This is an optimization exercise on Yosys and OpenROAD, whose aim is small area, a short achievable clock period and few clock cycles per item, not a production implementation.
RTL that was checked went through simulation tests only; none was proved equivalent to the original.
No functional check of the RTL was part of runs 1, 2 and 6.
No activity file was given, so power comes from the tool's default toggle rates.

==> design.v <==
module rs80_dec (
    input  wire        clk,
    input  wire        rst,           
    input  wire        in_valid,
    output wire        in_ready,
    input  wire [15:0] in_data,
    output wire        out_valid,
    input  wire        out_ready,
    output wire [15:0] out_data,
    output wire        out_last,
    output wire [1:0]  out_status,    
    output wire [6:0]  out_pos        
);
    localparam integer D  = 87;       
    localparam integer DL = 2;        
    localparam [6:0]   DM1 = D - 1;
    localparam [7:0]   DM1W = D - 1;
    localparam [1:0] STATUS_OK  = 2'd0,
                     STATUS_COR = 2'd1,
                     STATUS_UNC = 2'd2;
    function [15:0] gf_mul;
        input [15:0] a;
        input [15:0] b;
        reg   [15:0] p;
        reg   [15:0] x;
        integer      n;
        begin
            p = 16'd0;
            x = a;
            for (n = 0; n < 16; n = n + 1) begin
                if (b[n])
                    p = p ^ x;
                x = {x[14:0], 1'b0} ^ (x[15] ? 16'h100B : 16'h0000);
            end
            gf_mul = p;
        end
    endfunction
    function [15:0] gf_sq;
        input [15:0] a;
        reg   [15:0] p;
        reg   [15:0] x;
        integer      n;
        begin
            p = 16'd0;
            x = 16'h0001;
            for (n = 0; n < 16; n = n + 1) begin
                if (a[n])
                    p = p ^ x;
                x = {x[14:0], 1'b0} ^ (x[15] ? 16'h100B : 16'h0000);
                x = {x[14:0], 1'b0} ^ (x[15] ? 16'h100B : 16'h0000);
            end
            gf_sq = p;
        end
    endfunction
    localparam [15:0] A1 = 16'h0002;
    localparam [15:0] A2 = 16'h0004;
    localparam [15:0] A3 = 16'h0008;
    localparam [15:0] A4 = 16'h0010;
    localparam [15:0] A5 = 16'h0020;
    localparam [15:0] AM16 = 16'h922B;    
    integer i;
    reg  [15:0] d_r;
    reg         v_r;
    reg         in_rdy;
    wire        fire = in_valid & in_rdy;
    assign in_ready = in_rdy;
    always @(posedge clk)
        d_r <= in_data;
    reg  [15:0] drum [0:D-1];
    wire [15:0] tap = drum[D-1-DL];
    always @(posedge clk) begin
        drum[0] <= v_r ? d_r : drum[D-1];
        for (i = 1; i < D; i = i + 1)
            drum[i] <= drum[i-1];
    end
    reg  [6:0]  wd;         
    reg  [6:0]  rdd;        
    reg  [6:0]  cnt;        
    reg  [6:0]  in_cnt;     
    reg  [6:0]  acc_cnt;    
    reg  [6:0]  beat;       
    reg  [2:0]  du_st;      
    reg  [15:0] cur_e;      
    reg  [15:0] o_data;
    reg         o_last;
    reg  [1:0]  o_st;
    reg  [6:0]  o_pos;
    reg         o_v;
    assign out_valid  = o_v;
    assign out_data   = o_data;
    assign out_last   = o_last;
    assign out_status = o_st;
    assign out_pos    = o_pos;
    wire b0 = (beat == 7'd0);
    wire du_done = (du_st == 3'd6);
    wire tap_ok = (rdd == DL) && (cnt != 7'd0) && (!b0 || du_done);
    wire rd = tap_ok && (!o_v || out_ready);
    wire last_beat = (beat == 7'd79);
    reg  [15:0] s0, s1, s2, s3, s4, s5;
    wire        first = (acc_cnt == 7'd0);
    wire [15:0] s0n = first ? d_r : (s0 ^ d_r);
    wire [15:0] s1n = first ? d_r : (gf_mul(s1, A1) ^ d_r);
    wire [15:0] s2n = first ? d_r : (gf_mul(s2, A2) ^ d_r);
    wire [15:0] s3n = first ? d_r : (gf_mul(s3, A3) ^ d_r);
    wire [15:0] s4n = first ? d_r : (gf_mul(s4, A4) ^ d_r);
    wire [15:0] s5n = first ? d_r : (gf_mul(s5, A5) ^ d_r);
    wire        snap = v_r && (acc_cnt == 7'd79);
    always @(posedge clk) begin
        if (v_r) begin
            s0 <= s0n; s1 <= s1n; s2 <= s2n;
            s3 <= s3n; s4 <= s4n; s5 <= s5n;
        end
    end
    reg  [15:0] t0, t1, t2, t3, t4, t5;    
    reg  [15:0] e;                         
    reg  [15:0] g;                         
    reg  [15:0] prod;
    reg         found;
    reg  [6:0]  m;                         
    reg         hk_ok;
    reg         allz;
    reg  [15:0] hit;
    reg  [3:0]  hk;
    integer     j;
    always @(*) begin
        hk = 4'd0;
        for (j = 0; j < 16; j = j + 1) begin
            hit[j] = (g == gf_mul(e, 16'h0001 << j));
            if (hit[j])
                hk = hk | (4'd15 - j[3:0]);
        end
    end
    wire       any_hit = |hit;
    wire [2:0] ka      = 3'd5 - du_st;           
    wire [1:0] res_st  = allz ? STATUS_OK :
                         ((e != 16'd0) && found && hk_ok) ? STATUS_COR : STATUS_UNC;
    wire [6:0] res_pos = (res_st == STATUS_COR) ? m : 7'd0;
    always @(posedge clk) begin
        if (snap) begin
            t0 <= s0n; t1 <= s1n; t2 <= s2n;
            t3 <= s3n; t4 <= s4n; t5 <= s5n;
            e  <= s0n;
            g  <= s1n;
        end else begin
            t0 <= t1; t1 <= t2; t2 <= t3; t3 <= t4; t4 <= t5;
            g  <= gf_mul(g, AM16);
        end
        prod <= gf_mul(t0, t2);
        if (du_st == 3'd1) begin
            allz  <= ~|{t0, t1, t2, t3, t4, t5};
            found <= any_hit;
            m     <= {ka & {3{any_hit}}, hk};
            hk_ok <= 1'b1;
        end else if (du_busy) begin
            found <= found | any_hit;
            m     <= m | {ka & {3{any_hit}}, hk};
            hk_ok <= hk_ok & (prod == gf_sq(t0));
        end
    end
    wire       idle     = (cnt == 7'd0) && !v_r;      
    wire [6:0] cv       = cnt + {6'd0, v_r};
    wire [6:0] cvm      = cv - 7'd1;
    wire [6:0] cnt_n    = rd ? cvm : cv;
    wire [6:0] wd_dec   = (wd  == 7'd0) ? DM1 : (wd  - 7'd1);
    wire [6:0] rdd_dec  = (rdd == 7'd0) ? DM1 : (rdd - 7'd1);
    wire [6:0] wd_adv   = v_r ? wd : wd_dec;
    wire       realign  = idle && !fire;
    wire [6:0] wd_n     = realign ? 7'd1 : wd_adv;
    wire [6:0] rdd_n    = realign ? 7'd1 : (rd ? rdd : rdd_dec);
    wire [6:0] in_cnt_n = fire ? ((in_cnt == 7'd79) ? 7'd0 : in_cnt + 7'd1) : in_cnt;
    wire       du_busy  = (du_st != 3'd0) && (du_st != 3'd6);
    wire [2:0] du_st_n  = snap ? 3'd1 :
                          du_busy ? du_st + 3'd1 :
                          (rd && b0) ? 3'd0 : du_st;
    wire       du_idle0 = !snap && (du_st == 3'd0);
    wire       du_idle1 = !snap && ((du_st == 3'd0) || (du_done && b0));
    wire       du_idle_n = rd ? du_idle1 : du_idle0;
    wire       cv_le2   = (cv <= DM1 - 7'd1);
    wire       cv_le1   = (cv <= DM1);
    wire       rdy1 = (wd_adv == 7'd0) &&
                      (rd ? cv_le1 : cv_le2) &&
                      ((in_cnt != 7'd78) || du_idle_n);
    wire       rdy0 = (idle || (wd_adv == 7'd1)) &&
                      (rd || cv_le1) &&
                      ((in_cnt != 7'd79) || du_idle_n);
    always @(posedge clk) begin
        if (rst) begin
            in_rdy  <= 1'b1;
            v_r     <= 1'b0;
            wd      <= 7'd1;
            rdd     <= 7'd1;
            cnt     <= 7'd0;
            in_cnt  <= 7'd0;
            acc_cnt <= 7'd0;
            beat    <= 7'd0;
            du_st   <= 3'd0;
            o_v     <= 1'b0;
        end else begin
            v_r     <= fire;
            in_rdy  <= fire ? rdy1 : rdy0;
            wd      <= wd_n;
            rdd     <= rdd_n;
            cnt     <= cnt_n;
            in_cnt  <= in_cnt_n;
            if (v_r)
                acc_cnt <= (acc_cnt == 7'd79) ? 7'd0 : acc_cnt + 7'd1;
            du_st   <= du_st_n;
            if (rd) begin
                beat <= last_beat ? 7'd0 : beat + 7'd1;
                o_v  <= 1'b1;
            end else if (out_ready) begin
                o_v  <= 1'b0;
            end
        end
    end
    wire [1:0]  st_use = b0 ? res_st : o_st;
    wire        fixhit = b0 ? (res_st == STATUS_COR && m == 7'd0) : (beat == o_pos);
    wire [15:0] e_use  = b0 ? e : cur_e;
    always @(posedge clk) begin
        if (rd) begin
            o_data <= (st_use == STATUS_UNC) ? 16'd0 : (tap ^ (fixhit ? e_use : 16'd0));
            o_last <= last_beat;
            if (b0) begin
                o_st  <= res_st;
                o_pos <= res_pos;
                cur_e <= e;
            end
        end
    end
endmodule
==> run.sh <==
#!/bin/bash
# synth_recipe.tcl (not shown) runs the flow's synth.tcl, then flattens the netlist and writes it again
# the make line also repeats each setting of config.mk as NAME=value (left out here)
make -C /OpenROAD-flow-scripts/flow DESIGN_CONFIG=/design/flow/config.mk WORK_HOME=/design/flow/orfs CLKGATE_MAP_FILE= SYNTH_SCRIPT=/design/flow/synth_recipe.tcl finish
==> config.mk <==
export PLATFORM = sky130hd
export DESIGN_NAME = rs80_dec
export DESIGN_NICKNAME = rs80_dec
export VERILOG_FILES = /design/flow/design.v
export SDC_FILE = /design/flow/constraint.sdc
export NUM_CORES = 4
export LEC_CHECK = 0
export CAP_MARGIN = 20
export CORE_MARGIN = 2
export CORE_UTILIZATION = 40
export SETUP_SLACK_MARGIN = 2.2
export SLEW_MARGIN = 20
==> constraint.sdc <==
create_clock -name core_clock -period 5.0 [get_ports {clk}]
set_input_delay 1.0000 -clock core_clock [delete_from_list [all_inputs] [get_ports {clk}]]
set_output_delay 1.0000 -clock core_clock [all_outputs]
set_load 0.01 [all_outputs]
==> out/qor.yml, run 1 <==
outcome:
  status: "timing/DRC/antenna clean"
synthesis:
  async_flop_share_pct: 0
  synth-seq-area-share_pct: 70.28
  synth_seq_cells: 1748
  avgSynthCellArea_um2: 12.66
  synth-warning-count: 2
  synth_edf_count: 179
  syn_area_um2: 52340
  synthCells: 4133
  synth_cell_types: 76
  synth_fp_nets: 4178
  synth_ff_type: "dfxtp_1"
routing:
  final_antenna_net_count: 0
  first_pass_iters: 7
  vias: 28320
  routedWlPerCell_um: 17.33
  vias_per_cell: 4.559
  wl_mm: 107.7
  first_iter_violations: 2197
  drc_errors: 0
pwr:
  powerDensity_nw_per_um2: 533.8
  leakage_nw: 24.36
  p_total_w: 0.03336
  vdd_drop_max_mv: 0.4451
run:
  drv_cap: 0
worst_setup_path:
  r2r_start: "g[12]$_DFF_P_"
  crit_buf_inv: 0
  end_kind: "flop"
  r2r_end: "m[5]$_DFFE_PP_"
  cp-start-kind: "flop"
  required_ns: 5.51
  crit_path_max_incr_delay_ns: 0.92
  path_cells: "xor2_1 -> nor2_1 -> a311oi_1 -> a2111oi_2 -> nor4_4 -> nand3_2 -> or2_4 -> a22o_1"
  arrival_ns: 3.71
  rrSetupSlack_ns: 1.81
  crit_path_max_fanout: 27
  reg2reg_depth: 8
  crit_slowest_cell: "dfxtp_2"
  crit_type: "reg -> reg"
  crit_family: "flip-flops"
clock_tree:
  root_buffer: "clkbuf_16"
  cts.htree.levels: 4
  cts_buffers: 163
  clk_latency_ns: 0.76
  ctsHoldBuffers: 0
  cts.sinks: 1748
  clk_path_buf_depth: 3
  clkTransAtPathRegs_ns: 0.06
  tritoncts: "yes"
placed_design:
  dp_hpwl_mm: 64.35
  place_inst: 5787
  io_buffers: 47
  gp_congestion: 0.9138
global_routing:
  grt_util_all_layers_pct: 15.74
  grt_pass1_vias: 27710
  grt_pass1_wl_mm: 164.3
  antenna_found_initial: 1
  grt_overflow: 0
  grt_max_degree: 87
timing:
  clock.fmax_mhz: 313.2
  tns_ns: 0
  min_period_ns: 3.193
  worstMarginPinSlew_ns: 1.162
  maxSlewHeadroom_pct: 22.46
  slew_viol_final: 0
  fin_crit_sh_pct: 63.87
  hold_ws_ns: 0.3078
  setup_violations: 0
  finalClockSkew_ns: 0.02204
  report.final.hold_viol_count: 0
  rsz0062_at_grt: "true"
die:
  die_area_um2: 133800
  initial_core_util_pct: 40.37
  fp.dieH_um: 365.7
  fp.coreArea_um2: 129600
  rows: 132
  ios: 48
  die_w_um: 365.7
final_layout:
  nets: 4378
  final_cells: 6212
  drive_above_1_share_pct: 13.74
  fin_util_pct: 48.21
  syn_to_final_growth_pct: 19.42
  antenna_cells: 0
worst_hold_path:
  worstHoldStart: "drum[11][0]$_DFF_P_"
  worst_hold_path_type: "reg -> reg"
  min_delay_path_depth: 0
  hold_path_end: "drum[12][0]$_DFF_P_"
area by class of cell:
class / count / area (µm²)
inverters: 53 / 214.0
clock buffers: 242 / 4959
clock inverters: 60 / 834.6
multi-input cells: 2139 / 15420
fillers: 11290 / 67140
well taps: 1742 / 2180
repair buffers: 228 / 2076
flip-flops and latches: 1748 / 36820
report_power, final:
part | internal [W] | switching, W
clock | 0.00746 | 0.00529
sequential | 0.0148 | 0.000502
combinational | 0.00249 | 0.00283
Yosys cell counts, drive strengths merged (10+ instances only):
master	instances	area share, %
nor2	126	0.90
nor3	41	0.39
or3	30	0.36
mux2i	22	0.42
xor2	250	4.3
xnor3	19	0.82
nand2b	10	0.12
mux2	25	0.54
nand3	44	0.42
nand4	29	0.35
edfxtp	179	10
clkbuf	121	0.87
o211ai	13	0.19
inv	52	0.37
dfxtp	1569	60
a211oi	11	0.16
xnor2	579	9.9
ha	25	0.60
and2	15	0.18
a21oi	60	0.57
buf	75	0.65
o21ai	61	0.58
nand2	588	4.2
and3	22	0.26
nor4	48	0.57
state kept, by name (all words and copies together) (netlist names), 16 cells and up:
register	count
cur_e	16
d_r	16
drum	1392
e	16
g	16
o_data	16
prod	16
s0	16
s1	16
s2	16
s3	16
s4	16
s5	16
t0	16
t1	16
t2	16
t3	16
t4	16
t5	16
worst reg2reg max path: stages, from the launching register on:
cell and delay, ns:
dfxtp_2 0.92, xor2_1 0.28, nor2_1 0.06, a311oi_1 0.49, a2111oi_2 0.16, nor4_4 0.43, nand3_2 0.14, or2_4 0.28
a22o_1 0.17
cell usage in the layout (no fill, tap or decap), types with 13 or more instances in the layout:
cell / count
dfxtp_1: 1551
nand2_1: 587
xnor2_1: 544
xor2_1: 233
edfxtp_1: 179
clkbuf_16: 174
buf_4: 154
nor2_1: 124
o21ai_0: 60
a21oi_1: 59
inv_1: 45
nand3_1: 41
nor4_1: 40
nor3_1: 40
clkbuf_8: 37
clkdlybuf4s50_1: 36
clkbuf_1: 32
or3_1: 30
nand4_1: 29
mux2_2: 25
mux2i_1: 21
xnor2_2: 20
and3_1: 20
ha_1: 19
clkinv_2: 19
and2_1: 15
xnor2_4: 15
o211ai_1: 13
dfxtp_2: 13
metrics by stage:
step           cell area [µm²]  setup slack, ns
2_1_floorplan            52500            2.027
3_3_place_gp             54780            1.065
3_5_place_dp             54780            1.008
4_1_cts                  61640            1.870
5_1_grt                  62500            1.697
6_report                 62500            1.807
how the worst max path moves through the flow:
| stage | startpoint | end | cells after the start |
|---|---|---|---|
| floorplan | e[15]$_DFFE_PP_ | m[4]$_DFFE_PP_ | 14 |
| global placement | e[13]$_DFFE_PP_ | m[4]$_DFFE_PP_ | 10 |
| detailed placement | e[13]$_DFFE_PP_ | m[4]$_DFFE_PP_ | 10 |
| CTS | e[7]$_DFFE_PP_ | m[4]$_DFFE_PP_ | 10 |
| global route | e[13]$_DFFE_PP_ | m[5]$_DFFE_PP_ | 11 |
| finish | g[12]$_DFF_P_ | m[5]$_DFFE_PP_ | 8 |
per-layer routing:
metal | up-vias | track usage, % | part of all wire [%]
met1 | 13620 | 22.35 | 47
met4 | 0 | 5.857 | 3.4
met3 | 214 | 3.085 | 5.8
met5 | - | 0 | 0
li1 | 13730 | - | -
met2 | 753 | 23.73 | 44
cell families after synthesis:
kind of cell | after synthesis | synth area share, %
multiplexers | 47 | 0.9586
flip-flops | 1748 | 70.28
XOR/XNOR | 854 | 15.28
AO/OA/AOI/OAI | 218 | 2.656
adder cells (fa/ha/maj) | 25 | 0.5976
buffers and inverters | 249 | 1.893
AND/OR/NAND/NOR | 992 | 8.333
repair_timing:
item / CTS / global route
pin swaps: 27 / 31
resized for setup: 108 / 55
setup buffers: 60 / 58
gates cloned: 0 / 4
endpoints found under the setup margin: 182 / 42
==> run 2: changes to the inputs <==
--- a/config.mk
+++ b/config.mk
@@ -8,5 +8,5 @@
 export CAP_MARGIN = 20
 export CORE_MARGIN = 2
 export CORE_UTILIZATION = 40
-export SETUP_SLACK_MARGIN = 2.2
+export SETUP_SLACK_MARGIN = 2.6
 export SLEW_MARGIN = 20
==> out/qor.yml, run 2 <==
pwr:
  vdd_drop_max_mv: 0.5303  # +19%
  powerDensity_nw_per_um2: 526.3  # -1.4%
  leakage_nw: 25.06  # +2.9%
outcome:
  status: "timing/DRC/antenna clean"
worst_setup_path:
  crit_slowest_cell: "edfxtp_1"
  required_ns: 5.52  # about the same
  reg2reg_depth: 11  # +3
  cp-start-kind: "flop"
  crit_buf_inv: 2  # +2
  crit_path_max_fanout: 4  # -85%
  r2r_start: "e[12]$_DFFE_PP_"
  crit_family: "simple AND/OR/NAND/NOR gates"
  path_cells: "buf_6 -> xor3_2 -> buf_12 -> xnor2_4 -> xnor2_2 -> a2111oi_4 -> and3_4 -> nor4_4 -> nand3_2 -> or2_4 -> a22o_1"
  crit_type: "reg -> reg"
  end_kind: "flop"
  crit_path_max_incr_delay_ns: 0.48  # -0.44 ns
  rrSetupSlack_ns: 1.77  # -0.04 ns
  arrival_ns: 3.75  # +0.04 ns
  r2r_end: "m[4]$_DFFE_PP_"
die:
  rows: 132  # unchanged
  ios: 48  # unchanged
  fp.coreArea_um2: 129600  # unchanged
  initial_core_util_pct: 40.37  # unchanged
  fp.dieH_um: 365.7  # unchanged
  die_area_um2: 133800  # unchanged
  die_w_um: 365.7  # unchanged
synthesis:
  synth-seq-area-share_pct: 70.28  # unchanged
  synth_cell_types: 76  # unchanged
  synthTopCellsByCount: "1569 x dfxtp_1, 588 x nand2_1, 567 x xnor2_1, 245 x xor2_1, 179 x edfxtp_1"
  async_flop_share_pct: 0  # unchanged
  synth.area.top_cells: "dfxtp_1 60%, edfxtp_1 10%, xnor2_1 9.5%"
  synth_top_family_by_area: "XOR/XNOR gates"
  synth_top_area_share_pct: 60.01  # unchanged
  avgSynthCellArea_um2: 12.66  # unchanged
  synth-warning-count: 2  # unchanged
  synth_compound_area_share_pct: 2.656  # unchanged
  synthCells: 4133  # unchanged
  syn_area_um2: 52340  # unchanged
  synth_ff_type: "dfxtp_1"
  synth_edf_count: 179  # unchanged
  synth_fp_nets: 4178  # unchanged
  synth_most_common_cell: "dfxtp_1"
  synth_simple_gate_area_share_pct: 8.333  # unchanged
  synth_xor_area_share_pct: 15.28  # unchanged
  synth_seq_cells: 1748  # unchanged
  synth_top_cell_by_area: "dfxtp_1"
  synth_mux_area_share_pct: 0.9586  # unchanged
  synthAdderAreaFrac_pct: 0.5976  # unchanged
final_layout:
  seqCellArea_um2: 36870  # +0.14%
  largest_reg_flops: 1392  # unchanged
  final_cells: 6305  # +1.5%
  final_common_cell: "dfxtp_1"
  layout_common_cells: "1535 x dfxtp_1, 578 x nand2_1, 512 x xnor2_1"
  fill_cells: 11240  # -0.48%
  syn_to_final_growth_pct: 22.47
  drive_above_1_share_pct: 18.50  # +4.8 points
  nets: 4470  # +2.1%
  multi_input_area_um2: 16320  # +5.8%
  regMostFlops: "drum"
clock_tree:
  clk_latency_ns: 0.78  # +0.02 ns
  cts_buffers: 163  # unchanged
  clk_path_buf_depth: 3  # unchanged
  cts.sinks: 1748  # unchanged
  cts.htree.levels: 4  # unchanged
  tritoncts: "yes"
  root_buffer: "clkbuf_16"
  clkTransAtPathRegs_ns: 0.07  # about the same
timing:
  finalClockSkew_ns: 0.04005  # +0.01800 ns
  min_period_ns: 3.234  # +0.04060 ns
  report.final.hold_viol_count: 0  # unchanged
  maxSlewHeadroom_pct: 25.36  # +2.9 points
  clock.fmax_mhz: 309.2  # -1.3%
  worstMarginPinSlew_ns: 1.116  # -0.04575 ns
  tns_ns: 0  # unchanged
  fin_crit_sh_pct: 64.68  # +0.81 points
  rsz0062_at_grt: "true"
  slew_viol_final: 0  # unchanged
  hold_ws_ns: 0.3085  # +0.0006880 ns
  setup_violations: 0  # unchanged
placed_design:
  gp_congestion: 0.9289  # +1.7%
  place_inst: 5791  # +0.069%
  io_buffers: 47  # unchanged
  dp_hpwl_mm: 65.48  # +1.8%
routing:
  final_antenna_net_count: 0  # unchanged
  first_pass_iters: 5  # -2
  vias: 28950  # +2.2%
  wl_mm: 112.6  # +4.6%
  routedWlPerCell_um: 17.86  # +3.0%
  vias_per_cell: 4.592  # +0.73%
  drc_errors: 0  # unchanged
  first_iter_violations: 2113  # -3.8%
worst_hold_path:
  min_delay_path_depth: 0  # unchanged
  worstHoldStart: "drum[54][15]$_DFF_P_"
  worst_hold_path_type: "reg -> reg"
  hold_path_end: "drum[55][15]$_DFF_P_"
global_routing:
  grt_overflow: 0  # unchanged
  grt_max_degree: 130  # +49%
  grt_pass1_wl_mm: 171.0  # +4.1%
  grt_util_all_layers_pct: 16.50  # +0.76 points
  antenna_found_initial: 4  # +3
  grt_pass1_vias: 28320  # +2.2%
run:
  drv_cap: 0  # unchanged
## run 2: how the worst max path moves through the flow
| stage | startpoint | to | slack, ns | cells past startpoint |
|---|---|---|---|---|
| after global routing | e[12]$_DFFE_PP_ | m[5]$_DFFE_PP_ | 1.69 | 10 |
| after global placement | e[13]$_DFFE_PP_ | m[4]$_DFFE_PP_ | 0.96 | 10 |
| after CTS | e[12]$_DFFE_PP_ | m[5]$_DFFE_PP_ | 1.80 | 9 |
| after floorplan | e[15]$_DFFE_PP_ | m[4]$_DFFE_PP_ | 2.03 | 14 |
| after detailed placement | e[13]$_DFFE_PP_ | m[5]$_DFFE_PP_ | 1.10 | 9 |
| final | e[12]$_DFFE_PP_ | m[4]$_DFFE_PP_ | 1.77 | 11 |
## run 2: area by class of cell
class                           instances  share of cell area [%]
Clock inverter                         74                   1.546
Clock buffer                          227                   7.306
Tap cell                             1742                   3.400
Antenna cell                            2                0.007808
Inverter                               53                  0.3552
Sequential cell                      1748                   57.52
Timing Repair Buffer                  319                   4.407
Multi-Input combinational cell       2140                   25.46
## run 2: through the flow
| step | util (%) | power, W | area [µm²] | setup WS, ns |
|---|---|---|---|---|
| 2_1_floorplan | - | 0.01949 | 52630 | 2.027 |
| 3_3_place_gp | 42.33 | 0.02080 | 54880 | 0.9588 |
| 3_5_place_dp | 42.33 | 0.02075 | 54880 | 1.103 |
| 4_1_cts | 48.23 | 0.03384 | 62530 | 1.800 |
| 5_1_grt | 49.44 | 0.03525 | 64100 | 1.695 |
| 6_report | 49.44 | 0.03373 | 64100 | 1.766 |
## run 2: cells by family after synthesis
family	Yosys count
flip-flops	1748
AND/OR/NAND/NOR	992
XOR/XNOR	854
buffers and inverters	249
AO/OA/AOI/OAI	218
multiplexers	47
adder cells (fa/ha/maj)	25
## run 2: report_power, final
part | total [W] | switching [W] | internal (W)
Combinational | 0.00584 | 0.00305 | 0.00279
Clock | 0.0126 | 0.00527 | 0.00732
Sequential | 0.0153 | 0.000507 | 0.0148
Total | 0.0337 | 0.00883 | 0.0249
## run 2: metal layers
metal | up-vias | global-route usage (%) | routed length (µm)
met5 | - | 0 | 0
met4 | 0 | 7.382 | 4606
met3 | 237 | 3.396 | 6443
met2 | 761 | 24.76 | 49060
met1 | 14040 | 22.95 | 52480
li1 | 13920 | - | -
## run 2: worst reg2reg max path, delay by kind of cell, from the launching register on
family                    cells  cell delay [ns]
AOI/OAI and AO/OA             2             0.22
DFF                           1             0.48
buffers and inverters         2             0.35
xor gates and xnor gates      3             0.88
and+or+nand+nor               4             1.04
## run 2: repair_timing
item                       in CTS  in global routing
pin swaps                      58                 96
hold buffers                    0                  0
gates resized for setup       295                154
cloned                          5                  4
setup endpoints to repair     248                 85
hold endpoints to repair        0                  0
buffers inserted              123                 79
==> run 3: changes to the inputs <==
--- a/design.v
+++ b/design.v
@@ -11,7 +11,7 @@
     output wire [1:0]  out_status,    
     output wire [6:0]  out_pos        
 );
-    localparam integer D  = 87;       
+    localparam integer D  = 88;       
     localparam integer DL = 2;        
     localparam [6:0]   DM1 = D - 1;
     localparam [7:0]   DM1W = D - 1;
@@ -81,6 +81,7 @@
     reg  [6:0]  beat;       
     reg  [2:0]  du_st;      
     reg  [15:0] cur_e;      
+    reg         fx;
     reg  [15:0] o_data;
     reg         o_last;
     reg  [1:0]  o_st;
@@ -92,7 +93,7 @@
     assign out_status = o_st;
     assign out_pos    = o_pos;
     wire b0 = (beat == 7'd0);
-    wire du_done = (du_st == 3'd6);
+    wire du_done = (du_st == 3'd7);
     wire tap_ok = (rdd == DL) && (cnt != 7'd0) && (!b0 || du_done);
     wire rd = tap_ok && (!o_v || out_ready);
     wire last_beat = (beat == 7'd79);
@@ -119,21 +120,23 @@
     reg  [6:0]  m;                         
     reg         hk_ok;
     reg         allz;
+    reg         enz;                       
     reg  [15:0] hit;
+    reg  [15:0] hit_r;
     reg  [3:0]  hk;
     integer     j;
     always @(*) begin
+        for (j = 0; j < 16; j = j + 1)
+            hit[j] = (g == gf_mul(e, 16'h0001 << j));
         hk = 4'd0;
-        for (j = 0; j < 16; j = j + 1) begin
-            hit[j] = (g == gf_mul(e, 16'h0001 << j));
-            if (hit[j])
+        for (j = 0; j < 16; j = j + 1)
+            if (hit_r[j])
                 hk = hk | (4'd15 - j[3:0]);
-        end
-    end
-    wire       any_hit = |hit;
-    wire [2:0] ka      = 3'd5 - du_st;           
+    end
+    wire       any_hit = |hit_r;
+    wire [2:0] ka      = 3'd6 - du_st;           
     wire [1:0] res_st  = allz ? STATUS_OK :
-                         ((e != 16'd0) && found && hk_ok) ? STATUS_COR : STATUS_UNC;
+                         (enz && found && hk_ok) ? STATUS_COR : STATUS_UNC;
     wire [6:0] res_pos = (res_st == STATUS_COR) ? m : 7'd0;
     always @(posedge clk) begin
         if (snap) begin
@@ -145,17 +148,23 @@
             t0 <= t1; t1 <= t2; t2 <= t3; t3 <= t4; t4 <= t5;
             g  <= gf_mul(g, AM16);
         end
-        prod <= gf_mul(t0, t2);
+        hit_r <= hit;
+        prod  <= gf_mul(t0, t2);
+        if (snap) begin
+            found <= 1'b0;
+            m     <= 7'd0;
+            hk_ok <= 1'b1;
+        end
         if (du_st == 3'd1) begin
             allz  <= ~|{t0, t1, t2, t3, t4, t5};
-            found <= any_hit;
-            m     <= {ka & {3{any_hit}}, hk};
-            hk_ok <= 1'b1;
-        end else if (du_busy) begin
+            enz   <= |t0;
+        end
+        if (du_st >= 3'd2 && du_st <= 3'd6) begin
             found <= found | any_hit;
             m     <= m | {ka & {3{any_hit}}, hk};
+        end
+        if (du_st >= 3'd2 && du_st <= 3'd5)
             hk_ok <= hk_ok & (prod == gf_sq(t0));
-        end
     end
     wire       idle     = (cnt == 7'd0) && !v_r;      
     wire [6:0] cv       = cnt + {6'd0, v_r};
@@ -168,7 +177,7 @@
     wire [6:0] wd_n     = realign ? 7'd1 : wd_adv;
     wire [6:0] rdd_n    = realign ? 7'd1 : (rd ? rdd : rdd_dec);
     wire [6:0] in_cnt_n = fire ? ((in_cnt == 7'd79) ? 7'd0 : in_cnt + 7'd1) : in_cnt;
-    wire       du_busy  = (du_st != 3'd0) && (du_st != 3'd6);
+    wire       du_busy  = (du_st != 3'd0) && (du_st != 3'd7);
     wire [2:0] du_st_n  = snap ? 3'd1 :
                           du_busy ? du_st + 3'd1 :
                           (rd && b0) ? 3'd0 : du_st;
@@ -214,12 +223,13 @@
         end
     end
     wire [1:0]  st_use = b0 ? res_st : o_st;
-    wire        fixhit = b0 ? (res_st == STATUS_COR && m == 7'd0) : (beat == o_pos);
+    wire        fixhit = b0 ? (res_st == STATUS_COR && m == 7'd0) : fx;
     wire [15:0] e_use  = b0 ? e : cur_e;
     always @(posedge clk) begin
         if (rd) begin
             o_data <= (st_use == STATUS_UNC) ? 16'd0 : (tap ^ (fixhit ? e_use : 16'd0));
             o_last <= last_beat;
+            fx <= b0 ? (res_st == STATUS_COR && m == 7'd1) : (beat + 7'd1 == o_pos);
             if (b0) begin
                 o_st  <= res_st;
                 o_pos <= res_pos;
==> out/qor.yml, run 3 <==
outcome:
  status: "timing/DRC/antenna clean"
die:
  rows: 133  # +0.76%
  ios: 48  # unchanged
  die_w_um: 367.3  # +0.43%
  die_area_um2: 134900  # +0.86%
  fp.coreArea_um2: 131300  # +1.3%
  initial_core_util_pct: 40.21  # -0.16 points
  fp.dieH_um: 367.3  # +0.43%
timing:
  finalClockSkew_ns: 0.04115  # +0.001105 ns
  fin_crit_sh_pct: 51.96  # -13 points
  rsz0062_at_grt: "true"
  worstMarginPinSlew_ns: 0.9978  # -0.1180 ns
  maxSlewHeadroom_pct: 33.39  # +8.0 points
  slew_viol_final: 0  # unchanged
  setup_violations: 0  # unchanged
  tns_ns: 0  # unchanged
  clock.fmax_mhz: 384.9  # +24%
  min_period_ns: 2.598  # -0.6358 ns
  report.final.hold_viol_count: 0  # unchanged
synthesis:
  avgSynthCellArea_um2: 12.81  # +1.2%
  synth_edf_count: 182  # +1.7%
  synth_top_cell_by_area: "dfxtp_1"
  synth_top_family_by_area: "XOR/XNOR gates"
  synth_seq_cells: 1782  # +1.9%
  synthCells: 4121  # -0.29%
  synth_xor_area_share_pct: 14.92  # -0.36 points
  synth_top_area_share_pct: 60.67  # +0.66 points
  async_flop_share_pct: 0  # unchanged
  synth_simple_gate_area_share_pct: 8.401  # +0.068 points
  synth-warning-count: 2  # unchanged
  synth_fp_nets: 4167  # -0.26%
  synth_cell_types: 70  # -7.9%
  synthTopCellsByCount: "1600 x dfxtp_1, 576 x nand2_1, 545 x xnor2_1, 249 x xor2_1, 182 x edfxtp_1"
  synthAdderAreaFrac_pct: 0.6161  # +0.019 points
  synth-seq-area-share_pct: 71.02  # +0.74 points
  synth_compound_area_share_pct: 2.239  # -0.42 points
  syn_area_um2: 52800  # +0.87%
  synth_ff_type: "dfxtp_1"
  synth.area.top_cells: "dfxtp_1 61%, edfxtp_1 10%, xnor2_1 9.0%"
  synth_mux_area_share_pct: 0.9835  # +0.025 points
  synth_most_common_cell: "dfxtp_1"
worst_hold_path:
  worstHoldStart: "drum[71][7]$_DFF_P_"
  worst_hold_path_type: "reg -> reg"
worst_setup_path:
  required_ns: 5.65  # +0.13 ns
  crit_path_max_fanout: 6  # +2
  crit_path_max_incr_delay_ns: 0.61  # +0.13 ns
  arrival_ns: 3.25  # -0.50 ns
  crit_type: "reg -> reg"
  end_kind: "flop"
  crit_slowest_cell: "xor3_4"
  r2r_start: "e[15]$_DFFE_PP_"
  cp-start-kind: "flop"
  crit_start: "e[15]$_DFFE_PP_"
  path_cells: "buf_6 -> xor3_4 -> buf_4 -> xnor2_4 -> buf_4 -> xnor2_1 -> xnor2_1 -> o21ai_0 -> o21ai_0 -> nor4_2"
  rrSetupSlack_ns: 2.40  # +0.64 ns
  crit_buf_inv: 3  # +1
  crit_family: "XOR/XNOR gates"
final_layout:
  syn_to_final_growth_pct: 20.95
  fill_cells: 11340  # +0.89%
  fin_area_um2: 63860  # -0.38%
  layout_common_cells: "1571 x dfxtp_1, 569 x nand2_1, 503 x xnor2_1"
  nets: 4434  # -0.81%
  drive_above_1_share_pct: 16.79  # -1.7 points
  seqCellArea_um2: 37580  # +1.9%
  final_common_cell: "dfxtp_1"
  largest_reg_flops: 1408  # +1.1%
  regMostFlops: "drum"
  multi_input_area_um2: 15620  # -4.3%
global_routing:
  grt_util_all_layers_pct: 15.70  # -0.80 points
  grt_overflow: 0  # unchanged
  grt_pass1_vias: 28100  # -0.78%
  grt_pass1_wl_mm: 164.8  # -3.6%
  grt_max_degree: 76  # -42%
  antenna_found_initial: 4  # unchanged
pwr:
  leakage_nw: 25.14  # +0.31%
  vdd_drop_max_mv: 0.4786  # -9.7%
  powerDensity_nw_per_um2: 512.7  # -2.6%
placed_design:
  io_buffers: 47  # unchanged
  dp_hpwl_mm: 61.55  # -6.0%
  gp_congestion: 0.8302  # -11%
  place_area_um2: 55290  # +0.75%
run:
  drv_cap: 0  # unchanged
clock_tree:
  clkTransAtPathRegs_ns: 0.07  # about the same
  cts.htree.levels: 4  # unchanged
  tritoncts: "yes"
  cts_buffers: 162  # -0.61%
  ctsHoldBuffers: 0  # unchanged
  clk_latency_ns: 0.78  # about the same
  root_buffer: "clkbuf_16"
  clk_path_buf_depth: 3  # unchanged
  cts.sinks: 1782  # +1.9%
routing:
  first_iter_violations: 2100  # -0.62%
  routedWlPerCell_um: 16.92  # -5.2%
  wl_mm: 106.2  # -5.7%
  first_pass_iters: 5  # unchanged
  drc_errors: 0  # unchanged
  vias_per_cell: 4.540  # -1.1%
  final_antenna_net_count: 0  # unchanged
  vias: 28500  # -1.6%
[run 3: changes by cell type in the layout (fill, tap and decap cells not counted), moves of 8 or more]
cell and delta:
xnor2_2 -9, dfxtp_1 +36, xor2_2 -11, clkinv_4 +9, xor2_1 +16, xnor2_1 -9, buf_2 -8, buf_4 -14
or3_4 -8, a21oi_2 -11, or3_1 +12, nand2_1 -9
[run 3: what timing repair did]
| item | in CTS | in global routing |
|---|---|---|
| endpoints found under the setup margin | 311 | 70 |
| pin swaps | 44 | 84 |
| buffers inserted | 124 | 68 |
| cloned | 4 | 0 |
| resized for setup | 240 | 131 |
[run 3: per-stage QoR]
| stage | std cells | setup slack [ns] | utilization (%) | hold WS [ns] | power, W |
|---|---|---|---|---|---|
| after floorplan | 4121 | 2.206 | - | 0.3096 | 0.01915 |
| after global placement | 5783 | 1.331 | 42.11 | 0.3100 | 0.02009 |
| after detailed placement | 5783 | 1.383 | 42.11 | 0.3121 | 0.02011 |
| after CTS | 6208 | 2.394 | 47.71 | 0.2927 | 0.03299 |
| after global routing | 6276 | 2.306 | 48.64 | 0.3023 | 0.03419 |
| final | 6277 | 2.402 | 48.64 | 0.2964 | 0.03274 |
[run 3: cells by family after synthesis]
group | count (synthesis)
flip-flops | 1782
adder cells (fa/ha/maj) | 26
AO/OA/AOI/OAI | 190
XOR/XNOR | 838
AND/OR/NAND/NOR | 998
multiplexers | 49
buffers and inverters | 238
[run 3: path summary, 6_finish.rpt]
check                        endpoint  cells after the start
setup / recovery    hit_r[15]$_DFF_P_                     10
hold reg to reg   drum[72][7]$_DFF_P_                      0
setup reg to reg    hit_r[15]$_DFF_P_                     10
hold / removal    drum[72][7]$_DFF_P_                      0
[run 3: metal layers]
layer	up-vias	routed length (µm)	global-route usage, %
li1	13800	-	-
met1	13780	50440	21.87
met2	709	46790	23.84
met3	209	5758	3.349
met4	2	3209	6.148
met5	-	12	0
[run 3: area by class of cell]
type,count,share of cell area (%)
clock buffers,218,7.200
inverters,46,0.3076
repair buffers,292,3.995
multi-input cells,2102,24.46
diodes,1,0.003919
clock inverters,79,1.726
flip-flops and latches,1782,58.84
well taps,1755,3.439
repair inverters,2,0.02743
[run 3: power by group]
part	internal [W]	switching (W)	leakage, nW
clock	0.00740	0.00533	2.76
sequential	0.0150	0.000355	14.7
combinational	0.00209	0.00253	7.63
total	0.0245	0.00821	25.1
[run 3: worst reg2reg max path: stages, from the launching register on]
cell and delay, ns:
edfxtp_1 0.47, buf_6 0.14, xor3_4 0.61, buf_4 0.21, xnor2_4 0.13, buf_4 0.16
xnor2_1 0.12, xnor2_1 0.15, o21ai_0 0.07, o21ai_0 0.12, nor4_2 0.30
Testbench counts of run 3, summed over its fixed seeds: cycles 16,064, items 192.
==> run 4: changes to the inputs <==
--- a/config.mk
+++ b/config.mk
@@ -7,6 +7,8 @@
 export LEC_CHECK = 0
 export CAP_MARGIN = 20
 export CORE_MARGIN = 2
-export CORE_UTILIZATION = 40
-export SETUP_SLACK_MARGIN = 2.6
+export CORE_UTILIZATION = 70
+export CTS_CLUSTER_DIAMETER = 100
+export CTS_CLUSTER_SIZE = 24
+export SETUP_SLACK_MARGIN = 2.8
 export SLEW_MARGIN = 20
==> out/qor.yml, run 4 <==
synthesis:
  synth_edf_count: 182  # unchanged
  synth_compound_area_share_pct: 2.239  # unchanged
  syn_area_um2: 52800  # unchanged
  synth-seq-area-share_pct: 71.02  # unchanged
  avgSynthCellArea_um2: 12.81  # unchanged
  synth_mux_area_share_pct: 0.9835  # unchanged
  synth_cell_types: 70  # unchanged
  synth_top_area_share_pct: 60.67  # unchanged
  synthTopCellsByCount: "1600 x dfxtp_1, 576 x nand2_1, 545 x xnor2_1, 249 x xor2_1, 182 x edfxtp_1"
  synth_ff_type: "dfxtp_1"
  synth_xor_area_share_pct: 14.92  # unchanged
  synth.area.top_cells: "dfxtp_1 61%, edfxtp_1 10%, xnor2_1 9.0%"
  synth_simple_gate_area_share_pct: 8.401  # unchanged
  synth_fp_nets: 4167  # unchanged
  synth_seq_cells: 1782  # unchanged
  async_flop_share_pct: 0  # unchanged
  synthAdderAreaFrac_pct: 0.6161  # unchanged
  synth_top_family_by_area: "XOR/XNOR gates"
  synth-warning-count: 2  # unchanged
  synth_top_cell_by_area: "dfxtp_1"
  synth_most_common_cell: "dfxtp_1"
  synthCells: 4121  # unchanged
clock_tree:
  ctsHoldBuffers: 0  # unchanged
  cts.sinks: 1782  # unchanged
  cts.htree.levels: 3  # -1
  cts_buffers: 85  # -48%
  clk_path_buf_depth: 3  # unchanged
  root_buffer: "clkbuf_16"
  clk_latency_ns: 0.71  # -0.07 ns
  clkTransAtPathRegs_ns: 0.10  # +0.03 ns
  tritoncts: "yes"
final_layout:
  largest_reg_flops: 1408  # unchanged
  seqCellArea_um2: 37610  # about the same
  nets: 4458  # +0.54%
  drive_above_1_share_pct: 20.44  # +3.7 points
  fill_cells: 3442  # -70%
  layout_common_cells: "1558 x dfxtp_1, 531 x nand2_1, 463 x xnor2_1"
  multi_input_area_um2: 16880  # +8.1%
  final_common_cell: "dfxtp_1"
  syn_to_final_growth_pct: 17.43
  regMostFlops: "drum"
timing:
  fin_crit_sh_pct: 63.26  # +11 points
  report.final.hold_viol_count: 0  # unchanged
  worstMarginPinSlew_ns: 1.000  # +0.002383 ns
  slew_viol_final: 0  # unchanged
  hold_ws_ns: 0.2831  # -0.01329 ns
  tns_ns: 0  # unchanged
  finalClockSkew_ns: 0.05632  # +0.01517 ns
  layout_setup_ws_ns: 1.837  # -0.5649 ns
  min_period_ns: 3.163  # +0.5649 ns
  maxSlewHeadroom_pct: 32.62  # -0.77 points
  clock.fmax_mhz: 316.2  # -18%
  setup_violations: 0  # unchanged
  rsz0062_at_grt: "true"
routing:
  routedWlPerCell_um: 27.33  # +62%
  first_iter_violations: 3994  # +90%
  drc_errors: 0  # unchanged
  vias_per_cell: 5.936  # +31%
  final_antenna_net_count: 0  # unchanged
  vias: 32130  # +13%
  wl_mm: 147.9  # +39%
  first_pass_iters: 8  # +3
die:
  initial_core_util_pct: 70.80  # +31 points
  fp.coreArea_um2: 74570  # -43%
  fp.dieH_um: 278.6  # -24%
  rows: 100  # -25%
  ios: 48  # unchanged
  die_w_um: 278.6  # -24%
  die_area_um2: 77640  # -42%
worst_setup_path:
  crit_path_max_fanout: 6  # unchanged
  r2r_start: "t0[11]$_DFF_P_"
  crit_family: "compound AO/OA/AOI/OAI gates"
  end_kind: "flop"
  required_ns: 5.55  # -0.10 ns
  reg2reg_depth: 7  # -3
  crit_slowest_cell: "o21ai_0"
  path_cells: "xnor3_2 -> xor2_4 -> buf_12 -> o21ai_0 -> xor2_1 -> a22oi_1 -> xnor2_1"
  arrival_ns: 3.71  # +0.46 ns
  crit_buf_inv: 1  # -2
  cp-start-kind: "flop"
  crit_path_max_incr_delay_ns: 0.77  # +0.16 ns
  r2r_end: "prod[2]$_DFF_P_"
  crit_type: "reg -> reg"
  rrSetupSlack_ns: 1.84  # -0.56 ns
pwr:
  powerDensity_nw_per_um2: 461.8  # -9.9%
  leakage_nw: 24.56  # -2.3%
  vdd_drop_max_mv: 0.6393  # +34%
global_routing:
  grt_max_degree: 82  # +7.9%
  grt_util_all_layers_pct: 34.85  # +19 points
  grt_overflow: 0  # unchanged
  antenna_found_initial: 11  # +7
  grt_pass1_vias: 32400  # +15%
  grt_pass1_wl_mm: 201.0  # +22%
placed_design:
  io_buffers: 47  # unchanged
  dp_hpwl_mm: 71.60  # +16%
  gp_congestion: 0.9353  # +13%
  pre_cts_ws_ns: 1.589  # +0.2061 ns
run:
  drv_cap: 0  # unchanged
worst_hold_path:
  worst_hold_path_type: "reg -> reg"
  worstHoldStart: "drum[84][12]$_DFF_P_"
  min_delay_path_depth: 0  # unchanged
  hold_path_end: "drum[85][12]$_DFF_P_"
outcome:
  status: "timing/DRC/antenna clean"
-- run 4: layout make-up --
type	instances	area share, %
inverter	46	0.3794
clock buffer	102	3.584
timing repair buffer	393	5.822
tap	969	1.956
multi-input combinational	2101	27.22
antenna	6	0.02422
sequential	1782	60.67
clock inverter	10	0.2926
timing repair inverter	3	0.05449
-- run 4: metal layers --
layer  wire length, µm  up-vias  track usage (%)  share of wire (%)
met5                75        -                0              0.051
met1             51280    15460            42.22                 35
met4             11850       12            19.44                8.0
li1                  -    13710                -                  -
met2             70330     2153            58.83                 48
met3             14380      792            6.736                9.7
-- run 4: logic make-up after synthesis --
| kind of cell | Yosys count |
|---|---|
| XOR/XNOR | 838 |
| AND/OR/NAND/NOR | 998 |
| multiplexers | 49 |
| AO/OA/AOI/OAI | 190 |
| flip-flops | 1782 |
| adder cells (fa/ha/maj) | 26 |
| buffers and inverters | 238 |
-- run 4: worst max-delay path by stage --
stage | start | to | slack [ns] | depth (start not counted)
finish | t0[11]$_DFF_P_ | prod[2]$_DFF_P_ | 1.84 | 7
global route | t0[11]$_DFF_P_ | prod[2]$_DFF_P_ | 1.70 | 7
CTS | e[11]$_DFFE_PP_ | hit_r[11]$_DFF_P_ | 2.49 | 7
detailed placement | out_ready | cnt[5]$_SDFF_PP0_ | 1.59 | 9
global placement | out_ready | cnt[5]$_SDFF_PP0_ | 1.59 | 9
floorplan | v_r$_SDFF_PP0_ | in_rdy$_SDFF_PP1_ | 2.21 | 8
-- run 4: what timing repair did --
item / 4_1_cts / 5_1_grt
cloned: 7 / 0
endpoints found under the setup margin: 385 / 215
pin swaps: 126 / 123
resized for setup: 427 / 201
buffers inserted: 208 / 92
-- run 4: where the power goes --
| part | internal, W | switching, W | total [W] |
|---|---|---|---|
| logic | 0.00240 | 0.00284 | 0.00525 |
| registers | 0.0150 | 0.000515 | 0.0155 |
| clock network | 0.00323 | 0.00460 | 0.00783 |
| total | 0.0207 | 0.00796 | 0.0286 |
-- run 4: metrics by stage --
step | instance area, µm² | util, % | cells | total power, W
3_5_place_dp | 54660 | 73.30 | 4987 | 0.02047
3_3_place_gp | 54660 | 73.30 | 4987 | 0.02032
6_report | 62000 | 83.14 | 5412 | 0.02863
5_1_grt | 61980 | 83.12 | 5406 | 0.02952
4_1_cts | 60220 | 80.75 | 5314 | 0.02819
2_1_floorplan | 53860 | - | 4121 | 0.01941
==> run 5: changes to the inputs <==
--- a/config.mk
+++ b/config.mk
@@ -7,8 +7,8 @@
 export LEC_CHECK = 0
 export CAP_MARGIN = 20
 export CORE_MARGIN = 2
-export CORE_UTILIZATION = 70
+export CORE_UTILIZATION = 60
 export CTS_CLUSTER_DIAMETER = 100
-export CTS_CLUSTER_SIZE = 24
-export SETUP_SLACK_MARGIN = 2.8
+export CTS_CLUSTER_SIZE = 30
+export SETUP_SLACK_MARGIN = 2.6
 export SLEW_MARGIN = 20
==> out/qor.yml, run 5 <==
worst_setup_path:
  crit_path_end: "prod[3]$_DFF_P_"
  end_kind: "flop"
  rrSetupSlack_ns: 2.44  # +0.60 ns
  required_ns: 5.54  # about the same
  cp-start-kind: "flop"
  crit_type: "reg -> reg"
  crit_path_max_fanout: 8  # +2
  crit_start: "t0[13]$_DFF_P_"
  r2r_start: "t0[13]$_DFF_P_"
  r2r_end: "prod[3]$_DFF_P_"
  reg2reg_depth: 8  # +1
  arrival_ns: 3.10  # -0.61 ns
clock_tree:
  cts_buffers: 71  # -16%
  tritoncts: "yes"
  ctsHoldBuffers: 0  # unchanged
  clkTransAtPathRegs_ns: 0.12  # +0.02 ns
  clk_latency_ns: 0.68  # -0.03 ns
  cts.htree.levels: 3  # unchanged
  root_buffer: "clkbuf_16"
  clk_path_buf_depth: 3  # unchanged
  cts.sinks: 1782  # unchanged
synthesis:
  synth-warning-count: 2  # unchanged
  synth_seq_cells: 1782  # unchanged
  async_flop_share_pct: 0  # unchanged
  synth_fp_nets: 4167  # unchanged
  synth_most_common_cell: "dfxtp_1"
  syn_area_um2: 52800  # unchanged
  synthTopCellsByCount: "1600 x dfxtp_1, 576 x nand2_1, 545 x xnor2_1, 249 x xor2_1, 182 x edfxtp_1"
  synth_top_cell_by_area: "dfxtp_1"
  avgSynthCellArea_um2: 12.81  # unchanged
  synth-seq-area-share_pct: 71.02  # unchanged
  synth.area.top_cells: "dfxtp_1 61%, edfxtp_1 10%, xnor2_1 9.0%"
  synth_top_area_share_pct: 60.67  # unchanged
  synthCells: 4121  # unchanged
  synth_cell_types: 70  # unchanged
  synth_edf_count: 182  # unchanged
  synth_ff_type: "dfxtp_1"
pwr:
  p_seq_share_pct: 57.0  # +2.7 points
  combPwrFrac_pct: 17.6  # -0.7 points
  vdd_drop_max_mv: 0.4302  # -33%
  power_switching_w: 0.006996  # -12%
  pwr-share-clk_pct: 25.3  # -2.1 points
  leakage_nw: 23.61  # -3.8%
  internal_power_w: 0.01983  # -4.1%
  p_sw_share_pct: 26.08  # -1.7 points
  powerDensity_nw_per_um2: 447.9  # -3.0%
outcome:
  status: "timing/DRC/antenna clean"
routing:
  first_pass_iters: 7  # -1
  vias_per_cell: 5.146  # -13%
  first_iter_violations: 2181  # -45%
  routedWlPerCell_um: 19.21  # -30%
  vias: 28320  # -12%
  wl_mm: 105.7  # -29%
  drc_errors: 0  # unchanged
  final_antenna_net_count: 0  # unchanged
final_layout:
  nets: 4363  # -2.1%
  syn_to_final_growth_pct: 13.43
  largest_reg_flops: 1408  # unchanged
  regMostFlops: "drum"
  drive_above_1_share_pct: 13.84  # -6.6 points
  final_common_cell: "dfxtp_1"
  layout_common_cells: "1568 x dfxtp_1, 566 x nand2_1, 492 x xnor2_1"
worst_hold_path:
  worst_hold_path_type: "reg -> reg"
timing:
  maxSlewHeadroom_pct: 33.36  # +0.74 points
  report.final.hold_viol_count: 0  # unchanged
  fin_crit_sh_pct: 51.27  # -12 points
  worstMarginPinSlew_ns: 0.9982  # -0.001931 ns
  min_period_ns: 2.563  # -0.5997 ns
  tns_ns: 0  # unchanged
  clock.fmax_mhz: 390.1  # +23%
  slew_viol_final: 0  # unchanged
  finalClockSkew_ns: 0.03574  # -0.02057 ns
  rsz0062_at_grt: "true"
  layout_setup_ws_ns: 2.437  # +0.5997 ns
  setup_violations: 0  # unchanged
global_routing:
  grt_overflow: 0  # unchanged
  grt_max_degree: 76  # -7.3%
  grt_pass1_vias: 28170  # -13%
  grt_util_all_layers_pct: 23.03  # -12 points
  grt_pass1_wl_mm: 160.9  # -20%
  antenna_found_initial: 6  # -5
die:
  fp.coreArea_um2: 87020  # +17%
  fp.dieH_um: 300.6  # +7.9%
  die_area_um2: 90380  # +16%
  rows: 108  # +8.0%
  die_w_um: 300.6  # +7.9%
  ios: 48  # unchanged
  initial_core_util_pct: 60.67  # -10 points
run:
  drv_cap: 0  # unchanged
placed_design:
  pre_cts_ws_ns: 1.242  # -0.3466 ns
  dp_hpwl_mm: 62.58  # -13%
  gp_congestion: 0.8569  # -8.4%
  io_buffers: 47  # unchanged
[run 5: power groups by stage]
stage               Combinational, W  Clock [W]  Sequential, W
floorplan                    0.00367          0         0.0155
global placement             0.00443          0         0.0156
detailed placement           0.00452          0         0.0156
CTS                          0.00459    0.00699         0.0153
global route                 0.00513    0.00748         0.0154
finish                       0.00473    0.00680         0.0153
[run 5: worst max-delay path, cell delays in order, from the launching register on]
cell and delay, ns:
dfxtp_4 0.44, buf_6 0.13, xor2_4 0.21, xnor3_2 0.48, nand2_1 0.08, xnor3_1 0.44
xnor2_2 0.18, xnor2_2 0.14, xnor3_1 0.31
[run 5: worst min path at each step]
| stage | start | to | slack, ns | cells after the start |
|---|---|---|---|---|
| 6_report | drum[83][15]$_DFF_P_ | drum[84][15]$_DFF_P_ | 0.32 | 0 |
| 5_1_grt | drum[60][4]$_DFF_P_ | drum[61][4]$_DFF_P_ | 0.33 | 0 |
| 4_1_cts | drum[15][13]$_DFF_P_ | drum[16][13]$_DFF_P_ | 0.32 | 0 |
| 3_5_place_dp | drum[10][3]$_DFF_P_ | drum[11][3]$_DFF_P_ | 0.31 | 0 |
| 3_3_place_gp | drum[32][14]$_DFF_P_ | drum[33][14]$_DFF_P_ | 0.31 | 0 |
| 2_1_floorplan | drum[9][0]$_DFF_P_ | drum[10][0]$_DFF_P_ | 0.31 | 0 |
[run 5: layer usage]
metal	up-vias	share of wire (%)	GRT usage, %
met4	2	3.0	7.321
li1	13560	-	-
met5	-	0.012	0
met2	777	46	36.71
met1	13770	45	32.02
met3	210	6.1	4.343
[run 5: cell type report]
class	count	area, µm²
sequential	1782	37590
fill	6196	27130
multi-input combinational	2107	15830
timing repair buffer	307	2778
clock buffer	90	1869
tap	1155	1445
inverter	46	205.2
clock inverter	10	145.1
timing repair inverter	2	17.52
antenna	4	10.01
[run 5: what timing repair did]
| action | in CTS | in global routing |
|---|---|---|
| endpoints found under the setup margin | 299 | 138 |
| pin swaps | 54 | 93 |
| cloned | 5 | 5 |
| resized for setup | 217 | 155 |
| setup buffers | 134 | 77 |
[run 5: through the flow]
stage / power, W / instance area, µm² / cells / utilization (%) / hold slack [ns]
after CTS: 0.02689 / 58520 / 5417 / 67.25 / 0.3243
after detailed placement: 0.02015 / 54500 / 5178 / 62.63 / 0.3121
final: 0.02682 / 59890 / 5503 / 68.82 / 0.3219
after floorplan: 0.01915 / 53150 / 4121 / - / 0.3096
after global routing: 0.02797 / 59880 / 5499 / 68.81 / 0.3347
after global placement: 0.02005 / 54500 / 5178 / 62.63 / 0.3096
[run 5: kinds of logic (layout without fill, tap and decap cells)]
family,count (synthesis),after routing,share of synthesized area [%]
compound gates,190,193,2.239
simple gates,998,999,8.401
fa+ha+maj,26,26,0.6161
flops,1782,1782,71.02
buf+inv,238,455,1.825
other cells,0,4,0
mux,49,49,0.9835
xor+xnor,838,840,14.92
==> run 6: changes to the inputs <==
--- a/design.v
+++ b/design.v
@@ -50,6 +50,51 @@
                 x = {x[14:0], 1'b0} ^ (x[15] ? 16'h100B : 16'h0000);
             end
             gf_sq = p;
+        end
+    endfunction
+    function automatic [6:0] clmul4;
+        input [3:0] a;
+        input [3:0] b;
+        integer n;
+        begin
+            clmul4 = 7'd0;
+            for (n = 0; n < 4; n = n + 1)
+                if (b[n])
+                    clmul4 = clmul4 ^ ({3'd0, a} << n);
+        end
+    endfunction
+    function automatic [14:0] clmul8;
+        input [7:0] a;
+        input [7:0] b;
+        reg   [6:0] z0, z1, z2;
+        begin
+            z0 = clmul4(a[3:0], b[3:0]);
+            z2 = clmul4(a[7:4], b[7:4]);
+            z1 = clmul4(a[3:0] ^ a[7:4], b[3:0] ^ b[7:4]) ^ z0 ^ z2;
+            clmul8 = {8'd0, z0} ^ ({8'd0, z1} << 4) ^ ({8'd0, z2} << 8);
+        end
+    endfunction
+    function automatic [30:0] clmul16;
+        input [15:0] a;
+        input [15:0] b;
+        reg   [14:0] z0, z1, z2;
+        begin
+            z0 = clmul8(a[7:0], b[7:0]);
+            z2 = clmul8(a[15:8], b[15:8]);
+            z1 = clmul8(a[7:0] ^ a[15:8], b[7:0] ^ b[15:8]) ^ z0 ^ z2;
+            clmul16 = {16'd0, z0} ^ ({16'd0, z1} << 8) ^ ({16'd0, z2} << 16);
+        end
+    endfunction
+    function [15:0] gf_red;
+        input [30:0] p;
+        reg   [30:0] q;
+        integer n;
+        begin
+            q = p;
+            for (n = 30; n >= 16; n = n - 1)
+                if (q[n])
+                    q = q ^ (31'h1100B << (n - 16));
+            gf_red = q[15:0];
         end
     endfunction
     localparam [15:0] A1 = 16'h0002;
@@ -141,15 +186,16 @@
     always @(posedge clk) begin
         if (snap) begin
             t0 <= s0n; t1 <= s1n; t2 <= s2n;
-            t3 <= s3n; t4 <= s4n; t5 <= s5n;
+            t3 <= s3n; t4 <= s4n;
             e  <= s0n;
             g  <= s1n;
         end else begin
             t0 <= t1; t1 <= t2; t2 <= t3; t3 <= t4; t4 <= t5;
             g  <= gf_mul(g, AM16);
         end
+        t5    <= s5n;                  
         hit_r <= hit;
-        prod  <= gf_mul(t0, t2);
+        prod  <= gf_red(clmul16(t0, t2));
         if (snap) begin
             found <= 1'b0;
             m     <= 7'd0;
==> out/qor.yml, run 6 <==
final_layout:
  regMostFlops: "drum"
  nets: 4160  # -4.7%
  layout_common_cells: "1573 x dfxtp_1, 457 x xnor2_1, 400 x nand2_1"
  largest_reg_flops: 1408  # unchanged
  drive_above_1_share_pct: 16.08  # +2.2 points
  fin_util_pct: 70.10  # +1.3 points
  syn_to_final_growth_pct: 16.16
  final_common_cell: "dfxtp_1"
die:
  die_w_um: 296.4  # -1.4%
  die_area_um2: 87860  # -2.8%
  rows: 107  # -0.93%
  ios: 48  # unchanged
  fp.coreArea_um2: 85010  # -2.3%
  initial_core_util_pct: 60.35  # -0.32 points
  fp.dieH_um: 296.4  # -1.4%
synthesis:
  synth_mux_area_share_pct: 0.7243  # -0.26 points
  synth_compound_area_share_pct: 1.834  # -0.41 points
  avgSynthCellArea_um2: 13.14  # +2.6%
  synthAdderAreaFrac_pct: 0.5853  # -0.031 points
  synth_most_common_cell: "dfxtp_1"
  synth-seq-area-share_pct: 72.77  # +1.8 points
  synth.area.top_cells: "dfxtp_1 63%, edfxtp_1 9.7%, xnor2_1 9.4%"
  synthCells: 3903  # -5.3%
  synth_top_family_by_area: "XOR/XNOR gates"
  synth_fp_nets: 3947  # -5.3%
  synth_top_area_share_pct: 63.06  # +2.4 points
  synth_xor_area_share_pct: 14.70  # -0.21 points
  synth_simple_gate_area_share_pct: 7.746  # -0.66 points
  synthTopCellsByCount: "1616 x dfxtp_1, 552 x xnor2_1, 409 x nand2_1, 232 x xor2_1, 175 x nor2_1"
  synth_top_cell_by_area: "dfxtp_1"
  synth_edf_count: 166  # -8.8%
  syn_area_um2: 51300  # -2.8%
  synth-warning-count: 2  # unchanged
  synth_cell_types: 62  # -11%
  async_flop_share_pct: 0  # unchanged
  synth_seq_cells: 1782  # unchanged
  synth_ff_type: "dfxtp_1"
global_routing:
  grt_pass1_wl_mm: 157.0  # -2.4%
  grt_max_degree: 90  # +18%
  antenna_found_initial: 3  # -3
  grt_pass1_vias: 26830  # -4.7%
  grt_overflow: 0  # unchanged
  grt_util_all_layers_pct: 23.34  # +0.31 points
routing:
  vias: 26800  # -5.4%
  dr_wl_met2_mm: 46.48  # -3.5%
  drc_errors: 0  # unchanged
  vias_per_cell: 5.069  # -1.5%
  final_antenna_net_count: 0  # unchanged
  routedWlPerCell_um: 19.57  # +1.9%
  first_iter_violations: 1973  # -9.5%
  met3_length_mm: 5.488  # -14%
  drt-met1-wl_mm: 48.43  # +0.91%
  wl_mm: 103.5  # -2.1%
  top_layer_used: "met4"
  first_pass_iters: 5  # -2
worst_setup_path:
  crit_slowest_cell: "xnor3_2"
  crit_path_end: "prod[1]$_DFF_P_"
  crit_type: "reg -> reg"
  r2r_end: "prod[1]$_DFF_P_"
  required_ns: 5.55  # about the same
  reg2reg_depth: 8  # unchanged
  cp-start-kind: "flop"
  arrival_ns: 3.37  # +0.27 ns
  rrSetupSlack_ns: 2.19  # -0.25 ns
  crit_path_max_fanout: 7  # -1
  crit_start: "t2[5]$_DFF_P_"
  r2r_start: "t2[5]$_DFF_P_"
  path_cells: "nand2_1 -> xnor3_2 -> xnor2_2 -> xnor3_2 -> xor3_1 -> xnor3_2 -> xor2_2 -> xnor2_1"
  crit_path_max_incr_delay_ns: 0.50  # +0.02 ns
  end_kind: "flop"
  crit_top_cell: "xnor3_2"
timing:
  report.final.hold_viol_count: 0  # unchanged
  fin_crit_sh_pct: 56.26  # +5.0 points
  worstMarginPinSlew_ns: 1.092  # +0.09344 ns
  maxSlewHeadroom_pct: 26.20  # -7.2 points
  tns_ns: 0  # unchanged
  rsz0062_at_grt: "true"
  hold_ws_ns: 0.3142  # -0.007792 ns
  clock.fmax_mhz: 355.5  # -8.9%
  min_period_ns: 2.813  # +0.2498 ns
  slew_viol_final: 0  # unchanged
  finalClockSkew_ns: 0.03952  # +0.003781 ns
  setup_violations: 0  # unchanged
pwr:
  p_total_w: 0.03846  # +43%
  vdd_drop_max_mv: 1.415  # +230%
  powerDensity_nw_per_um2: 645.3  # +44%
  leakage_nw: 23.13  # -2.0%
clock_tree:
  tritoncts: "yes"
  ctsHoldBuffers: 0  # unchanged
  clk_latency_ns: 0.67  # about the same
  clk_path_buf_depth: 3  # unchanged
  cts.htree.levels: 3  # unchanged
  cts_buffers: 71  # unchanged
  cts.sinks: 1782  # unchanged
  clkTransAtPathRegs_ns: 0.12  # about the same
  root_buffer: "clkbuf_16"
worst_hold_path:
  worst_hold_path_type: "reg -> reg"
placed_design:
  gp_congestion: 0.8899  # +3.9%
  io_buffers: 47  # unchanged
  dp_hpwl_mm: 62.11  # -0.76%
outcome:
  status: "timing/DRC/antenna clean"
run:
  drv_cap: 0  # unchanged
run 6: changes by cell type in the layout (fill, tap and decap cells not counted), sizes merged, moves of 9 or more:
cell    delta
dfxtp     +16
xor2      -24
a22oi      -9
o21ai     -12
edfxtp    -16
nor3       -9
nor2      +51
nand2    -167
run 6: layout make-up:
class / count / area (µm²)
tap: 1144 / 1431
antenna: 2 / 5.005
inverter: 50 / 215.2
clock buffer: 88 / 1883
sequential: 1782 / 37470
timing repair buffer: 307 / 3043
clock inverter: 10 / 171.4
multi-input combinational: 1904 / 15370
fill: 5700 / 25420
run 6: report_power, final:
part / total (W) / switching (W) / internal, W
combinational: 0.0155 / 0.00728 / 0.00818
clock: 0.00686 / 0.00410 / 0.00276
sequential: 0.0161 / 0.000699 / 0.0154
total: 0.0385 / 0.0121 / 0.0264
run 6: worst max-delay path: cells and delay by family (launching register included):
| kind | cells | cell delay (ns) |
|---|---|---|
| DFF | 1 | 0.44 |
| xor gates and xnor gates | 7 | 2.17 |
| and+or+nand+nor | 1 | 0.09 |
run 6: cell families (layout without fill, tap and decap cells):
family	Yosys count	after routing
flops	1782	1782
other cells	0	2
simple gates	872	872
xor+xnor	814	814
compound gates	159	159
mux	35	35
buf+inv	217	455
fa+ha+maj	24	24
run 6: worst min-delay path by stage:
stage	from	endpoint	slack (ns)	cells after the start
after floorplan	drum[9][0]$_DFF_P_	drum[10][0]$_DFF_P_	0.31	0
after global placement	drum[6][15]$_DFF_P_	drum[7][15]$_DFF_P_	0.31	0
after detailed placement	drum[9][15]$_DFF_P_	drum[10][15]$_DFF_P_	0.31	0
after CTS	drum[75][5]$_DFF_P_	drum[76][5]$_DFF_P_	0.32	0
after global routing	drum[4][10]$_DFF_P_	drum[5][10]$_DFF_P_	0.33	0
final	drum[4][10]$_DFF_P_	drum[5][10]$_DFF_P_	0.31	0
run 6: metal layers:
metal	GRT usage [%]	vias up
li1	-	12860
met1	33.83	13060
met2	36.31	715
met3	3.392	168
met4	7.625	0
met5	0	-
run 6: repair_timing:
action	4_1_cts	5_1_grt
resized for setup	303	192
pin swaps	68	88
setup endpoints to repair	165	119
buffers inserted	157	61
cloned	5	2
run 6: metrics by stage:
step,instance area [µm²],instances,worst slack (ns)
finish,59590,5287,2.187
CTS,58010,5222,2.225
global route,59590,5285,2.135
detailed placement,53310,4962,1.317
global placement,53310,4962,1.449
floorplan,52000,3903,2.361

static timing again, ports no longer ideal:
No port has a modelled driver above. Below, the same layouts with a new extraction and two added sets of constraints. Step 1 assumes that a clkbuf_16 drives the clock port and a buf_2 every other input. Step 2 moves the port delays by t, midway between the first and last clock arrival at a register: inputs arrive t later, outputs are due t later. That takes back most of the time a late clock gives input paths. Three values: ideal ports, drivers, drivers and shift; two values: the first two.
run | t (ns) | slack for setup (ns) | cell pins on the clock port's net
run 1 | 0.827 | 1.807 / 1.807 / 1.807 | 1
run 2 | 0.831 | 1.766 / 1.766 / 1.766 | 1
run 3 | 0.827 | 2.402 / 2.401 / 1.944 | 1
run 4 | 0.752 | 1.837 / 1.837 / 1.837 | 1
run 5 | 0.724 | 2.437 / 2.437 / 1.917 | 1
run 6 | 0.719 | 2.187 / 2.187 / 1.974 | 1
After both steps every run listed still meets setup and hold. For run 5, which loses most, drivers alone change the setup slack by 0.000 ns; drivers and shift together by -0.520 ns.
